Background: an optimization exercise with open tools, aiming at small area, a short achievable clock period and few clock cycles per item. Do not read the settings as production practice.
Only simulation tests tie the RTL to the original design; equivalence was not proved.
Power figures rest on the tool's default switching activity, not on a simulated workload.

==> inputs of build 89 <==
// echo_measure
module echo_measure (
    input  wire        clk,
    input  wire        rst,
    input  wire        in_valid,
    output reg         in_ready,
    input  wire [19:0] wstart,     
    input  wire [2:0]  width,      
    input  wire [10:0] idx,        
    input  wire [19:0] peak,       
    input  wire [19:0] left,       
    input  wire [19:0] right,      
    input  wire        left_bg,    
    input  wire        right_bg,   
    input  wire [23:0] b16,        
    input  wire [30:0] run_sum,    
    input  wire [11:0] run_len,    
    input  wire [19:0] shots,      
    output reg         out_valid,
    input  wire        out_ready,
    output reg  [19:0] range,
    output reg  [3:0]  frac,
    output reg  [19:0] amp,
    output reg  [7:0]  qual
);
==> flow/config.mk <==
export PLATFORM = sky130hd
export DESIGN_NAME = echo_measure
export DESIGN_NICKNAME = echo_measure
export VERILOG_FILES = /design/flow/design.v
export SDC_FILE = /design/flow/constraint.sdc
export NUM_CORES = 4
export LEC_CHECK = 0
export CAP_MARGIN = 20
export CORE_MARGIN = 2
export CORE_UTILIZATION = 55
export SLEW_MARGIN = 20
==> flow/constraint.sdc <==
create_clock -name core_clock -period 12.0 [get_ports {clk}]
set_input_delay 2.4000 -clock core_clock [delete_from_list [all_inputs] [get_ports {clk}]]
set_output_delay 2.4000 -clock core_clock [all_outputs]
set_load 0.01 [all_outputs]
standard.sh (not shown) runs the stock make flow with config.mk's settings and CLKGATE_MAP_FILE= SYNTH_SCRIPT=/design/flow/synth_recipe.tcl, a recipe that flattens the netlist after the stock synthesis.
==> flow/flow/run.sh <==
#!/bin/bash
# Layout flow: the standard flow (standard.sh), with the standard
# synthesis unchanged. From floorplan on, two knobs differ:
#  - the timing repair steps are asked for a larger setup slack margin, so
#    they also size up paths that already meet the clock period;
set -euo pipefail
MARGIN=${MARGIN:-8.0}
cp config.mk config_pnr.mk
cat >> config_pnr.mk <<EOC
export SETUP_SLACK_MARGIN = $MARGIN
export BUFFER_PORTS_ARGS = -buffer_cell sky130_fd_sc_hd__buf_4
EOC
sed "s#config.mk#config_pnr.mk#g" standard.sh > standard_pnr.sh
bash standard.sh synth > flow_synth.log 2>&1
bash standard_pnr.sh > flow_pnr.log 2>&1
==> trial 36 (differences from build 89) <==
--- a/flow/design.v
+++ b/flow/design.v
@@ -116,15 +116,15 @@
             en        <= 13'd1;
             in_ready  <= 1'b1;
         end else begin
             v         <= v_n;
             bcnt      <= bcnt_n;
             out_valid <= (bcnt_n != 2'd0);
             en        <= {v_n[11:0] & {12{adv_n}}, adv_n};
-            in_ready  <= adv_n;
+            in_ready  <= (bcnt_n != 2'd2);           
         end
     end
     always @(posedge clk) begin
         if ((bcnt == 2'd0 && push) || (bcnt == 2'd1 && push && pop))
             {range, frac, amp, qual} <= res;
         else if (bcnt == 2'd2 && pop)
             {range, frac, amp, qual} <= skid;
@@ -264,28 +264,28 @@
     endgenerate
     wire [7:0] s12_qual = ssat[12] ? 8'd255 : sq[12];
     wire [24:0] p16   = {1'b0, s0_p, 4'b0};
     wire [25:0] dca   = {1'b0, s0_c16} - {1'b0, s0_a16};
     wire [25:0] dac   = {1'b0, s0_a16} - {1'b0, s0_c16};
     wire        dneg  = dca[25];                             
     wire        dq10  = (p16 == s0_c16);                     
-    reg  [25:0] s1_mag, s1_d;
+    reg  [24:0] s1_mag, s1_d;
     reg         s1_neg, s1_q10;
     reg  [20:0] s1_sh;
     reg  [19:0] s1_ws;
     reg  [2:0]  s1_w;
-    reg  [25:0] s2_mag, s2_d;
-    reg  [27:0] s2_d3;
+    reg  [24:0] s2_mag, s2_d;
+    reg  [26:0] s2_d3;
     reg         s2_neg, s2_q10;
     reg  [26:0] s2_base;
     reg  [2:0]  s2_w;
     always @(posedge clk) begin
         if (en[1]) begin
-            s1_mag  <= dq10 ? 26'd0 : dneg ? dac : dca;
-            s1_d    <= {p16, 1'b0} - {1'b0, s0_a16} - {1'b0, s0_c16};
+            s1_mag  <= dq10 ? 25'd0 : dneg ? dac[24:0] : dca[24:0];
+            s1_d    <= {p16[23:0], 1'b0} - s0_a16 - s0_c16;      
             s1_neg  <= dneg;
             s1_q10  <= dq10;
             s1_sh   <= {6'b0, s0_idx, 4'b1000} << s0_w;          
             s1_ws   <= s0_ws;
             s1_w    <= s0_w;
         end
         if (en[2]) begin
@@ -294,27 +294,27 @@
             s2_d3   <= {2'b0, s1_d} + {1'b0, s1_d, 1'b0};
             s2_neg  <= s1_neg;
             s2_q10  <= s1_q10;
             s2_base <= {3'b0, s1_ws, 4'b0} + {6'b0, s1_sh} - 27'd8;
             s2_w    <= s1_w;
         end
     end
-    wire [25:0] dr [2:7];
+    wire [24:0] dr [2:7];
     wire [9:0]  dq [2:7];
-    wire [25:0] dd [2:7];
-    wire [27:0] dd3 [2:7];
+    wire [24:0] dd [2:7];
+    wire [26:0] dd3 [2:7];
     wire        dng [2:7];
     assign dr[2]  = s2_mag;
     assign dq[2]  = 10'd0;
     assign dd[2]  = s2_d;
     assign dd3[2] = s2_d3;
     assign dng[2] = s2_neg;
     generate
         for (k = 3; k <= 7; k = k + 1) begin : g_delta
-            em_dstage #(.W(26), .FW(10)) u_st (
+            em_dstage #(.W(25), .FW(10)) u_st (
                 .clk(clk), .en(en[k]),
                 .r(dr[k-1]), .f(dq[k-1]), .d(dd[k-1]), .d3(dd3[k-1]), .flag(dng[k-1]),
                 .ro(dr[k]), .fo(dq[k]), .dout(dd[k]), .d3o(dd3[k]), .flago(dng[k]));
         end
     endgenerate
     wire [26:0] rb [2:8];
     wire [2:0]  rw [2:8];
- CORE_UTILIZATION: 55 -> 75
- PLACE_DENSITY: default -> 0.82
==> trial 87 (differences from build 89) <==
--- a/flow/design.v
+++ b/flow/design.v
@@ -64,15 +64,15 @@
             flago <= flag;
         end
 endmodule
 module echo_measure (
     input  wire        clk,
     input  wire        rst,
     input  wire        in_valid,
-    output reg         in_ready,
+    output wire        in_ready,
     input  wire [19:0] wstart,     
     input  wire [2:0]  width,      
     input  wire [10:0] idx,        
     input  wire [19:0] peak,       
     input  wire [19:0] left,       
     input  wire [19:0] right,      
     input  wire        left_bg,    
@@ -89,14 +89,15 @@
     output reg  [7:0]  qual
 );
     reg  [1:0]  bcnt;
     reg  [51:0] skid;
     reg  [12:0] v;                               
     reg  [12:0] en;                              
     wire adv = !bcnt[1];
+    assign in_ready = adv;
     wire [51:0] res;                             
     wire push = adv && v[12];
     wire pop  = out_valid && out_ready;
     reg  [1:0]  bcnt_n;
     always @* begin
         bcnt_n = bcnt;
         case (bcnt)
@@ -110,21 +111,19 @@
     wire        adv_n = !bcnt_n[1];
     always @(posedge clk) begin
         if (rst) begin
             v         <= 13'd0;
             bcnt      <= 2'd0;
             out_valid <= 1'b0;
             en        <= 13'd1;
-            in_ready  <= 1'b1;
         end else begin
             v         <= v_n;
             bcnt      <= bcnt_n;
             out_valid <= (bcnt_n != 2'd0);
             en        <= {v_n[11:0] & {12{adv_n}}, adv_n};
-            in_ready  <= adv_n;
         end
     end
     always @(posedge clk) begin
         if ((bcnt == 2'd0 && push) || (bcnt == 2'd1 && push && pop))
             {range, frac, amp, qual} <= res;
         else if (bcnt == 2'd2 && pop)
             {range, frac, amp, qual} <= skid;
==> flow/run.sh (new file) <==
#!/bin/bash
# synth_recipe.tcl (not shown) runs the flow's synth.tcl, then flattens the netlist and writes it again
# the make line also repeats each setting of config.mk as NAME=value (left out here)
make -C /OpenROAD-flow-scripts/flow DESIGN_CONFIG=/design/flow/config.mk WORK_HOME=/design/flow/orfs CLKGATE_MAP_FILE= SYNTH_SCRIPT=/design/flow/synth_recipe.tcl finish
- CORE_UTILIZATION: 55 -> 40
removed: flow/flow/run.sh
removed: flow/standard.sh
==> impl_metrics.ini <==
[grt]
grt_max_degree = 160

[status]
status = complete, no violations

[pwr]
pg_comb_w = 0.00488

[timing]
holdWs_ns = 0.398
finalCriticalPeriod_ns = 4.08

[setup_path]
cp-startpoint = qual[1]$_DFFE_PP_
-- figures above: trial 36

==> impl_metrics.ini <==
[final_layout]
buffers_excl_clock = 496
fin_area_um2 = 229000
seq_cell_count = 3068

[status]
status = complete, no violations

[setup_path]
cp-startpoint = en[0]$_SDFF_PP1_

[timing]
holdWs_ns = 0.380
finalCriticalPeriod_ns = 4.13
-- figures above: build 89

==> impl_metrics.ini <==
[grt]
grt_max_degree = 142

[status]
status = complete, no violations

[setup_path]
cp-startpoint = s0_b16[8]$_DFFE_PP_

[pwr]
total_leakage_power_nw = 91.9
pg_comb_w = 0.00463

[clocking]
numCtsBuffers = 347

[final_layout]
fin_area_um2 = 226000
fillers = 47400

[timing]
holdWs_ns = 0.399
-- figures above: trial 87

Testbench counts of build 89, summed over its fixed seeds: cycles 1,392, items 1,280.
Testbench counts of trial 36, summed over its fixed seeds: cycles 1,392, items 1,280.
Testbench counts of trial 87, summed over its fixed seeds: cycles 1,392, items 1,280.

========
==> run a: inputs <==
RTL: one of the versions met above, not the one the previous note started from.
==> flow/config.mk <==
export PLATFORM = sky130hd
export DESIGN_NAME = echo_measure
export DESIGN_NICKNAME = echo_measure
export VERILOG_FILES = /design/flow/design.v
export SDC_FILE = /design/flow/constraint.sdc
export NUM_CORES = 4
export LEC_CHECK = 0
export CAP_MARGIN = 20
export CORE_MARGIN = 2
export CORE_UTILIZATION = 40
export SLEW_MARGIN = 20
==> flow/constraint.sdc <==
create_clock -name core_clock -period 12.0 [get_ports {clk}]
set_input_delay 2.4000 -clock core_clock [delete_from_list [all_inputs] [get_ports {clk}]]
set_output_delay 2.4000 -clock core_clock [all_outputs]
set_load 0.01 [all_outputs]
==> flow/flow/run.sh <==
#!/bin/bash
set -euo pipefail
MARGIN=${MARGIN:-7.5}
cp config.mk config_margin.mk
echo "export SETUP_SLACK_MARGIN = $MARGIN" >> config_margin.mk
sed "s#config.mk#config_margin.mk#g" standard.sh > standard_margin.sh
bash standard_margin.sh > flow_make.log 2>&1
==> run b (differences from run a) <==
--- a/flow/design.v
+++ b/flow/design.v
@@ -86,288 +86,255 @@
     output reg  [19:0] range,
     output reg  [3:0]  frac,
     output reg  [19:0] amp,
     output reg  [7:0]  qual
 );
     reg  [1:0]  bcnt;
     reg  [51:0] skid;
     reg  [12:0] v;                               
-    reg  [12:0] en;                              
     wire adv = !bcnt[1];
     assign in_ready = adv;
     wire [51:0] res;                             
     wire push = adv && v[12];
     wire pop  = out_valid && out_ready;
-    reg  [1:0]  bcnt_n;
-    always @* begin
-        bcnt_n = bcnt;
-        case (bcnt)
-            2'd0: if (push) bcnt_n = 2'd1;
-            2'd1: if (push && !pop) bcnt_n = 2'd2;
-                  else if (!push && pop) bcnt_n = 2'd0;
-            default: if (pop) bcnt_n = 2'd1;
-        endcase
-    end
-    wire [12:0] v_n   = adv ? {v[11:0], in_valid} : v;
-    wire        adv_n = !bcnt_n[1];
     always @(posedge clk) begin
         if (rst) begin
             v         <= 13'd0;
             bcnt      <= 2'd0;
             out_valid <= 1'b0;
-            en        <= 13'd1;
         end else begin
-            v         <= v_n;
-            bcnt      <= bcnt_n;
-            out_valid <= (bcnt_n != 2'd0);
-            en        <= {v_n[11:0] & {12{adv_n}}, adv_n};
+            if (adv)
+                v <= {v[11:0], in_valid};
+            case (bcnt)
+                2'd0: if (push) begin bcnt <= 2'd1; out_valid <= 1'b1; end
+                2'd1: if (push && !pop) bcnt <= 2'd2;
+                      else if (!push && pop) begin bcnt <= 2'd0; out_valid <= 1'b0; end
+                default: if (pop) bcnt <= 2'd1;
+            endcase
         end
     end
     always @(posedge clk) begin
         if ((bcnt == 2'd0 && push) || (bcnt == 2'd1 && push && pop))
             {range, frac, amp, qual} <= res;
         else if (bcnt == 2'd2 && pop)
             {range, frac, amp, qual} <= skid;
         if (bcnt == 2'd1 && push && !pop)
             skid <= res;
     end
     reg [30:0] s0_sum;
     reg [11:0] s0_len;
     reg [19:0] s0_n;
     reg [23:0] s0_b16;
+    reg [23:0] s0_x;
     reg [24:0] s0_a16, s0_c16;
     reg [19:0] s0_p;
     reg [19:0] s0_ws;
     reg [10:0] s0_idx;
     reg [2:0]  s0_w;
     always @(posedge clk)
-        if (en[0]) begin
+        if (adv) begin
             s0_sum <= run_sum;
             s0_len <= run_len;
             s0_n   <= shots;
             s0_b16 <= b16;
+            s0_x   <= {peak, 4'b0} - b16;                        
             s0_a16 <= left_bg  ? {1'b0, b16} : {1'b0, left, 4'b0};
             s0_c16 <= right_bg ? {1'b0, b16} : {1'b0, right, 4'b0};
             s0_p   <= peak;
             s0_ws  <= wstart;
             s0_idx <= idx;
             s0_w   <= width;
         end
     wire [39:0] ac0, ac1, ac2;
     em_ampcs u_ampcs (.S(s0_sum), .n(s0_n), .L(s0_len), .b(s0_b16), .r0(ac0), .r1(ac1), .r2(ac2));
     reg [39:0] s1_ac0, s1_ac1, s1_ac2;
     reg [19:0] s1_n;
     reg [39:0] s2_f;
     reg [19:0] s2_n;
     reg [21:0] s2_n3;
-    always @(posedge clk) begin
-        if (en[1]) begin
+    always @(posedge clk)
+        if (adv) begin
             s1_ac0 <= ac0;
             s1_ac1 <= ac1;
             s1_ac2 <= ac2;
             s1_n   <= s0_n;
-        end
-        if (en[2]) begin
             s2_f   <= s1_ac0 + s1_ac1 + s1_ac2;                  
             s2_n   <= s1_n;
             s2_n3  <= {2'b0, s1_n} + {1'b0, s1_n, 1'b0};
         end
-    end
     wire [19:0] ar [2:12];
     wire [19:0] af [2:12];
     wire [19:0] an [2:12];
     wire [21:0] an3 [2:12];
     wire        asat [2:12];
     assign ar[2]   = s2_f[39:20];
     assign af[2]   = s2_f[19:0];
     assign an[2]   = s2_n;
     assign an3[2]  = s2_n3;
     assign asat[2] = !(s2_f[39:20] < s2_n);      
     genvar k;
     generate
         for (k = 3; k <= 12; k = k + 1) begin : g_amp
             em_dstage #(.W(20), .FW(20)) u_st (
-                .clk(clk), .en(en[k]),
+                .clk(clk), .en(adv),
                 .r(ar[k-1]), .f(af[k-1]), .d(an[k-1]), .d3(an3[k-1]), .flag(asat[k-1]),
                 .ro(ar[k]), .fo(af[k]), .dout(an[k]), .d3o(an3[k]), .flago(asat[k]));
         end
     endgenerate
     wire [19:0] amp_res = asat[12] ? 20'hFFFFF : af[12];
+    wire [39:0] qc0, qc1, qc2;
+    em_sqcs u_sqcs (.x(s0_x[19:0]), .r0(qc0), .r1(qc1), .r2(qc2));
     wire [23:0] s0_bm = (s0_b16[23:4] == 20'd0) ? 24'd16 : s0_b16;
-    reg [23:0] s1_x;
+    reg [39:0] s1_qc0, s1_qc1, s1_qc2;
     reg [23:0] s1_bm;
     reg [25:0] s1_bm3;
-    always @(posedge clk)
-        if (en[1]) begin
-            s1_x   <= {s0_p, 4'b0} - s0_b16;                      
-            s1_bm  <= s0_bm;
-            s1_bm3 <= {2'b0, s0_bm} + {1'b0, s0_bm, 1'b0};
-        end
-    wire [39:0] qc0, qc1, qc2;
-    em_sqcs u_sqcs (.x(s1_x[19:0]), .r0(qc0), .r1(qc1), .r2(qc2));
-    reg [39:0] s2_qc0, s2_qc1, s2_qc2;
+    reg        s1_hi;
+    reg [39:0] s2_xx;
     reg [23:0] s2_bm;
     reg [25:0] s2_bm3;
     reg        s2_hi;
-    reg [39:0] s3_xx;
-    reg [23:0] s3_bm;
-    reg [25:0] s3_bm3;
-    reg        s3_hi;
-    always @(posedge clk) begin
-        if (en[2]) begin
-            s2_qc0 <= qc0;
-            s2_qc1 <= qc1;
-            s2_qc2 <= qc2;
+    always @(posedge clk)
+        if (adv) begin
+            s1_qc0 <= qc0;
+            s1_qc1 <= qc1;
+            s1_qc2 <= qc2;
+            s1_bm  <= s0_bm;
+            s1_bm3 <= {2'b0, s0_bm} + {1'b0, s0_bm, 1'b0};
+            s1_hi  <= |s0_x[23:20];                               
+            s2_xx  <= s1_qc0 + s1_qc1 + s1_qc2;
             s2_bm  <= s1_bm;
             s2_bm3 <= s1_bm3;
-            s2_hi  <= |s1_x[23:20];                               
+            s2_hi  <= s1_hi;
         end
-        if (en[3]) begin
-            s3_xx  <= s2_qc0 + s2_qc1 + s2_qc2;
-            s3_bm  <= s2_bm;
-            s3_bm3 <= s2_bm3;
-            s3_hi  <= s2_hi;
-        end
-    end
-    wire [23:0] qr [3:11];
-    wire [15:0] qf [3:11];
-    wire [23:0] qb [3:11];
-    wire [25:0] qb3 [3:11];
-    wire        qsat [3:11];
-    assign qr[3]   = s3_xx[39:16];
-    assign qf[3]   = s3_xx[15:0];
-    assign qb[3]   = s3_bm;
-    assign qb3[3]  = s3_bm3;
-    assign qsat[3] = s3_hi || !(s3_xx[39:16] < s3_bm);   
+    wire [23:0] qr [2:10];
+    wire [15:0] qf [2:10];
+    wire [23:0] qb [2:10];
+    wire [25:0] qb3 [2:10];
+    wire        qsat [2:10];
+    assign qr[2]   = s2_xx[39:16];
+    assign qf[2]   = s2_xx[15:0];
+    assign qb[2]   = s2_bm;
+    assign qb3[2]  = s2_bm3;
+    assign qsat[2] = s2_hi || !(s2_xx[39:16] < s2_bm);   
     generate
-        for (k = 4; k <= 11; k = k + 1) begin : g_qual
+        for (k = 3; k <= 10; k = k + 1) begin : g_qual
             em_dstage #(.W(24), .FW(16)) u_st (
-                .clk(clk), .en(en[k]),
+                .clk(clk), .en(adv),
                 .r(qr[k-1]), .f(qf[k-1]), .d(qb[k-1]), .d3(qb3[k-1]), .flag(qsat[k-1]),
                 .ro(qr[k]), .fo(qf[k]), .dout(qb[k]), .d3o(qb3[k]), .flago(qsat[k]));
         end
     endgenerate
-    wire [9:0] sr [4:12];
-    wire [7:0] sq [4:12];
-    wire       ssat [4:12];
-    assign sr[4]   = 10'd0;
-    assign sq[4]   = 8'd0;
-    assign ssat[4] = 1'b0;
+    wire [9:0] sr [3:11];
+    wire [7:0] sq [3:11];
+    wire       ssat [3:11];
+    assign sr[3]   = 10'd0;
+    assign sq[3]   = 8'd0;
+    assign ssat[3] = 1'b0;
     generate
-        for (k = 5; k <= 12; k = k + 1) begin : g_sqrt
+        for (k = 4; k <= 11; k = k + 1) begin : g_sqrt
             em_sstage u_st (
-                .clk(clk), .en(en[k]),
+                .clk(clk), .en(adv),
                 .r(sr[k-1]), .root(sq[k-1]), .b(qf[k-1][1:0]),
-                .flag(k == 12 ? qsat[11] : ssat[k-1]),
+                .flag(k == 11 ? qsat[10] : ssat[k-1]),
                 .ro(sr[k]), .rooto(sq[k]), .flago(ssat[k]));
         end
     endgenerate
-    wire [7:0] s12_qual = ssat[12] ? 8'd255 : sq[12];
+    reg [7:0] s12_qual;
+    always @(posedge clk)
+        if (adv)
+            s12_qual <= ssat[11] ? 8'd255 : sq[11];
     wire [24:0] p16   = {1'b0, s0_p, 4'b0};
     wire [25:0] dca   = {1'b0, s0_c16} - {1'b0, s0_a16};
     wire [25:0] dac   = {1'b0, s0_a16} - {1'b0, s0_c16};
     wire        dneg  = dca[25];                             
     wire        dq10  = (p16 == s0_c16);                     
     reg  [25:0] s1_mag, s1_d;
     reg         s1_neg, s1_q10;
     reg  [20:0] s1_sh;
     reg  [19:0] s1_ws;
     reg  [2:0]  s1_w;
     reg  [25:0] s2_mag, s2_d;
     reg  [27:0] s2_d3;
     reg         s2_neg, s2_q10;
     reg  [26:0] s2_base;
     reg  [2:0]  s2_w;
-    always @(posedge clk) begin
-        if (en[1]) begin
+    always @(posedge clk)
+        if (adv) begin
             s1_mag  <= dq10 ? 26'd0 : dneg ? dac : dca;
             s1_d    <= {p16, 1'b0} - {1'b0, s0_a16} - {1'b0, s0_c16};
             s1_neg  <= dneg;
             s1_q10  <= dq10;
             s1_sh   <= {6'b0, s0_idx, 4'b1000} << s0_w;          
             s1_ws   <= s0_ws;
             s1_w    <= s0_w;
-        end
-        if (en[2]) begin
             s2_mag  <= s1_mag;
             s2_d    <= s1_d;
             s2_d3   <= {2'b0, s1_d} + {1'b0, s1_d, 1'b0};
             s2_neg  <= s1_neg;
             s2_q10  <= s1_q10;
             s2_base <= {3'b0, s1_ws, 4'b0} + {6'b0, s1_sh} - 27'd8;
             s2_w    <= s1_w;
         end
-    end
     wire [25:0] dr [2:7];
     wire [9:0]  dq [2:7];
     wire [25:0] dd [2:7];
     wire [27:0] dd3 [2:7];
     wire        dng [2:7];
     assign dr[2]  = s2_mag;
     assign dq[2]  = 10'd0;
     assign dd[2]  = s2_d;
     assign dd3[2] = s2_d3;
     assign dng[2] = s2_neg;
     generate
         for (k = 3; k <= 7; k = k + 1) begin : g_delta
             em_dstage #(.W(26), .FW(10)) u_st (
-                .clk(clk), .en(en[k]),
+                .clk(clk), .en(adv),
                 .r(dr[k-1]), .f(dq[k-1]), .d(dd[k-1]), .d3(dd3[k-1]), .flag(dng[k-1]),
                 .ro(dr[k]), .fo(dq[k]), .dout(dd[k]), .d3o(dd3[k]), .flago(dng[k]));
         end
     endgenerate
-    wire [26:0] rb [2:8];
-    wire [2:0]  rw [2:8];
-    wire        rq [2:8];
-    assign rb[2] = s2_base;
-    assign rw[2] = s2_w;
-    assign rq[2] = s2_q10;
-    generate
-        for (k = 3; k <= 8; k = k + 1) begin : g_rng
-            reg [26:0] b;
-            reg [2:0]  w;
-            reg        q;
-            always @(posedge clk)
-                if (en[k]) begin
-                    b <= rb[k-1];
-                    w <= rw[k-1];
-                    q <= rq[k-1];
-                end
-            assign rb[k] = b;
-            assign rw[k] = w;
-            assign rq[k] = q;
+    reg [26:0] rb [3:8];
+    reg [2:0]  rw [3:8];
+    reg        rq [3:7];
+    integer m;
+    always @(posedge clk)
+        if (adv) begin
+            rb[3] <= s2_base;
+            rw[3] <= s2_w;
+            rq[3] <= s2_q10;
+            for (m = 4; m <= 8; m = m + 1) begin
+                rb[m] <= rb[m-1];
+                rw[m] <= rw[m-1];
+            end
+            for (m = 4; m <= 7; m = m + 1)
+                rq[m] <= rq[m-1];
         end
-    endgenerate
     wire [10:0] q10v = {rq[7], dq[7]};
     wire [10:0] qs   = q10v >> (3'd6 - rw[7]);
     reg  [9:0]  s8_mk;
     reg         s8_neg, s8_cin;
     reg  [26:0] s9_r16;
-    always @(posedge clk) begin
-        if (en[8]) begin
+    always @(posedge clk)
+        if (adv) begin
             s8_mk  <= qs[10:1];
             s8_neg <= dng[7];
             s8_cin <= dng[7] ^ qs[0];
-        end
-        if (en[9])
             s9_r16 <= rb[8] + (s8_neg ? ~{17'b0, s8_mk} : {17'b0, s8_mk}) + {26'b0, s8_cin};
-    end
+        end
     wire        r_lo = s9_r16[26];
     wire        r_hi = !s9_r16[26] && (s9_r16[25:24] != 2'b00);
-    reg  [23:0] s10_rr, s11_rr, s12_rr;
-    always @(posedge clk) begin
-        if (en[10])
-            s10_rr <= r_lo ? 24'd0 : r_hi ? 24'hFFFFFF : s9_r16[23:0];
-        if (en[11])
-            s11_rr <= s10_rr;
-        if (en[12])
-            s12_rr <= s11_rr;
-    end
-    assign res = {s12_rr, amp_res, s12_qual};
+    reg  [23:0] rr [10:12];
+    always @(posedge clk)
+        if (adv) begin
+            rr[10] <= r_lo ? 24'd0 : r_hi ? 24'hFFFFFF : s9_r16[23:0];
+            rr[11] <= rr[10];
+            rr[12] <= rr[11];
+        end
+    assign res = {rr[12], amp_res, s12_qual};
 endmodule
 module em_ampcs (
     input  wire [30:0] S,
     input  wire [19:0] n,
     input  wire [11:0] L,
     input  wire [23:0] b,
     output wire [39:0] r0, r1, r2
 );
==> flow/run.sh (new file) <==
#!/bin/bash
# synth_recipe.tcl (not shown) runs the flow's synth.tcl, then flattens the netlist and writes it again
# the make line also repeats each setting of config.mk as NAME=value (left out here)
make -C /OpenROAD-flow-scripts/flow DESIGN_CONFIG=/design/flow/config.mk WORK_HOME=/design/flow/orfs CLKGATE_MAP_FILE= SYNTH_SCRIPT=/design/flow/synth_recipe.tcl finish
removed: flow/flow/run.sh
removed: flow/standard.sh
==> run c (differences from run a) <==
--- a/flow/design.v
+++ b/flow/design.v
@@ -63,17 +63,17 @@
             rooto <= {root[6:0], !s[12]};
             flago <= flag;
         end
 endmodule
 module echo_measure (
     input  wire        clk,
     input  wire        rst,
     input  wire        in_valid,
-    output wire        in_ready,
+    output reg         in_ready,
     input  wire [19:0] wstart,     
     input  wire [2:0]  width,      
     input  wire [10:0] idx,        
     input  wire [19:0] peak,       
     input  wire [19:0] left,       
     input  wire [19:0] right,      
     input  wire        left_bg,    
     input  wire        right_bg,   
@@ -88,17 +88,16 @@
     output reg  [19:0] amp,
     output reg  [7:0]  qual
 );
     reg  [1:0]  bcnt;
     reg  [51:0] skid;
     reg  [12:0] v;                               
     reg  [12:0] en;                              
     wire adv = !bcnt[1];
-    assign in_ready = adv;
     wire [51:0] res;                             
     wire push = adv && v[12];
     wire pop  = out_valid && out_ready;
     reg  [1:0]  bcnt_n;
     always @* begin
         bcnt_n = bcnt;
         case (bcnt)
             2'd0: if (push) bcnt_n = 2'd1;
@@ -110,21 +109,23 @@
     wire [12:0] v_n   = adv ? {v[11:0], in_valid} : v;
     wire        adv_n = !bcnt_n[1];
     always @(posedge clk) begin
         if (rst) begin
             v         <= 13'd0;
             bcnt      <= 2'd0;
             out_valid <= 1'b0;
             en        <= 13'd1;
+            in_ready  <= 1'b1;
         end else begin
             v         <= v_n;
             bcnt      <= bcnt_n;
             out_valid <= (bcnt_n != 2'd0);
             en        <= {v_n[11:0] & {12{adv_n}}, adv_n};
+            in_ready  <= (bcnt_n != 2'd2);           
         end
     end
     always @(posedge clk) begin
         if ((bcnt == 2'd0 && push) || (bcnt == 2'd1 && push && pop))
             {range, frac, amp, qual} <= res;
         else if (bcnt == 2'd2 && pop)
             {range, frac, amp, qual} <= skid;
         if (bcnt == 2'd1 && push && !pop)
@@ -262,59 +263,59 @@
         end
     endgenerate
     wire [7:0] s12_qual = ssat[12] ? 8'd255 : sq[12];
     wire [24:0] p16   = {1'b0, s0_p, 4'b0};
     wire [25:0] dca   = {1'b0, s0_c16} - {1'b0, s0_a16};
     wire [25:0] dac   = {1'b0, s0_a16} - {1'b0, s0_c16};
     wire        dneg  = dca[25];                             
     wire        dq10  = (p16 == s0_c16);                     
-    reg  [25:0] s1_mag, s1_d;
+    reg  [24:0] s1_mag, s1_d;
     reg         s1_neg, s1_q10;
     reg  [20:0] s1_sh;
     reg  [19:0] s1_ws;
     reg  [2:0]  s1_w;
-    reg  [25:0] s2_mag, s2_d;
-    reg  [27:0] s2_d3;
+    reg  [24:0] s2_mag, s2_d;
+    reg  [26:0] s2_d3;
     reg         s2_neg, s2_q10;
     reg  [26:0] s2_base;
     reg  [2:0]  s2_w;
     always @(posedge clk) begin
         if (en[1]) begin
-            s1_mag  <= dq10 ? 26'd0 : dneg ? dac : dca;
-            s1_d    <= {p16, 1'b0} - {1'b0, s0_a16} - {1'b0, s0_c16};
+            s1_mag  <= dq10 ? 25'd0 : dneg ? dac[24:0] : dca[24:0];
+            s1_d    <= {p16[23:0], 1'b0} - s0_a16 - s0_c16;      
             s1_neg  <= dneg;
             s1_q10  <= dq10;
             s1_sh   <= {6'b0, s0_idx, 4'b1000} << s0_w;          
             s1_ws   <= s0_ws;
             s1_w    <= s0_w;
         end
         if (en[2]) begin
             s2_mag  <= s1_mag;
             s2_d    <= s1_d;
             s2_d3   <= {2'b0, s1_d} + {1'b0, s1_d, 1'b0};
             s2_neg  <= s1_neg;
             s2_q10  <= s1_q10;
             s2_base <= {3'b0, s1_ws, 4'b0} + {6'b0, s1_sh} - 27'd8;
             s2_w    <= s1_w;
         end
     end
-    wire [25:0] dr [2:7];
+    wire [24:0] dr [2:7];
     wire [9:0]  dq [2:7];
-    wire [25:0] dd [2:7];
-    wire [27:0] dd3 [2:7];
+    wire [24:0] dd [2:7];
+    wire [26:0] dd3 [2:7];
     wire        dng [2:7];
     assign dr[2]  = s2_mag;
     assign dq[2]  = 10'd0;
     assign dd[2]  = s2_d;
     assign dd3[2] = s2_d3;
     assign dng[2] = s2_neg;
     generate
         for (k = 3; k <= 7; k = k + 1) begin : g_delta
-            em_dstage #(.W(26), .FW(10)) u_st (
+            em_dstage #(.W(25), .FW(10)) u_st (
                 .clk(clk), .en(en[k]),
                 .r(dr[k-1]), .f(dq[k-1]), .d(dd[k-1]), .d3(dd3[k-1]), .flag(dng[k-1]),
                 .ro(dr[k]), .fo(dq[k]), .dout(dd[k]), .d3o(dd3[k]), .flago(dng[k]));
         end
     endgenerate
     wire [26:0] rb [2:8];
     wire [2:0]  rw [2:8];
     wire        rq [2:8];
==> flow/flow/run.sh (replaced) <==
#!/bin/bash
# Layout flow: the standard flow (standard.sh), with the standard
# synthesis unchanged. From floorplan on, two knobs differ:
#  - the timing repair steps are asked for a larger setup slack margin, so
#    they also size up paths that already meet the clock period;
set -euo pipefail
MARGIN=${MARGIN:-8.0}
cp config.mk config_pnr.mk
cat >> config_pnr.mk <<EOC
export SETUP_SLACK_MARGIN = $MARGIN
export BUFFER_PORTS_ARGS = -buffer_cell sky130_fd_sc_hd__buf_4
EOC
sed "s#config.mk#config_pnr.mk#g" standard.sh > standard_pnr.sh
bash standard.sh synth > flow_synth.log 2>&1
bash standard_pnr.sh > flow_pnr.log 2>&1
- CORE_UTILIZATION: 40 -> 65
- PLACE_DENSITY: default -> 0.72
==> notes <==
Run b produced a clean layout. Run c passed the timing, DRC and antenna checks. Run a produced a clean layout. The lowest worst hold slack belongs to run c, the highest to run a. Clock-buffer cell count: run a > run c > run b. Power, lowest first: run c, run a, run b. The highest worst setup slack belongs to run c, the lowest to run b. In run b the register-to-register slack is worse than in run a, by 1.1 ns. The lowest flip-flop and latch count belongs to run b, the highest to run a.
Testbench counts of run a, summed over its fixed seeds: cycles 1,392, items 1,280.
Testbench counts of run b, summed over its fixed seeds: cycles 1,392, items 1,280.
Testbench counts of run c, summed over its fixed seeds: cycles 1,392, items 1,280.

-- static timing again, ports no longer ideal --
No port has a modelled driver above. Below, the same layouts with a new extraction and two added sets of constraints. Step 1 assumes that a clkbuf_16 drives the clock port and a buf_2 every other input. Step 2 adds t to the input delays and takes it off the output delays; t is the mean of the earliest and latest rising clock arrival at the registers after step 1. Input paths then give back, and output paths get back, about the clock's delay inside the block. Slacks: no drivers / after step 1 / after step 2; pairs: no drivers / after step 1.
run | t, ns | slack for setup (ns) | clock arrival spread, ns | slew at the worst register clock pin (ns) | worst data-port slew with drivers (ns)
build 89 | 1.065 | 7.867 / 7.743 / 7.501 | 0.082 / 0.081 | 0.07 / 0.07 | 0.10
trial 36 | 1.038 | 7.925 / 7.808 / 7.531 | 0.086 / 0.087 | 0.08 / 0.08 | 0.18
trial 87 | 1.081 | 6.487 / 6.487 / 6.487 | 0.052 / 0.052 | 0.07 / 0.07 | 0.07
run a | 1.085 | 7.635 / 7.509 / 6.776 | 0.048 / 0.047 | 0.07 / 0.07 | 0.07
run b | 1.074 | 6.606 / 6.606 / 6.184 | 0.070 / 0.070 | 0.07 / 0.07 | 0.08
run c | 1.043 | 8.053 / 7.936 / 7.675 | 0.082 / 0.082 | 0.07 / 0.07 | 0.15
After both steps every run listed still meets setup and hold. For run a, which loses most, drivers alone change the setup slack by -0.126 ns; drivers and shift together by -0.859 ns.
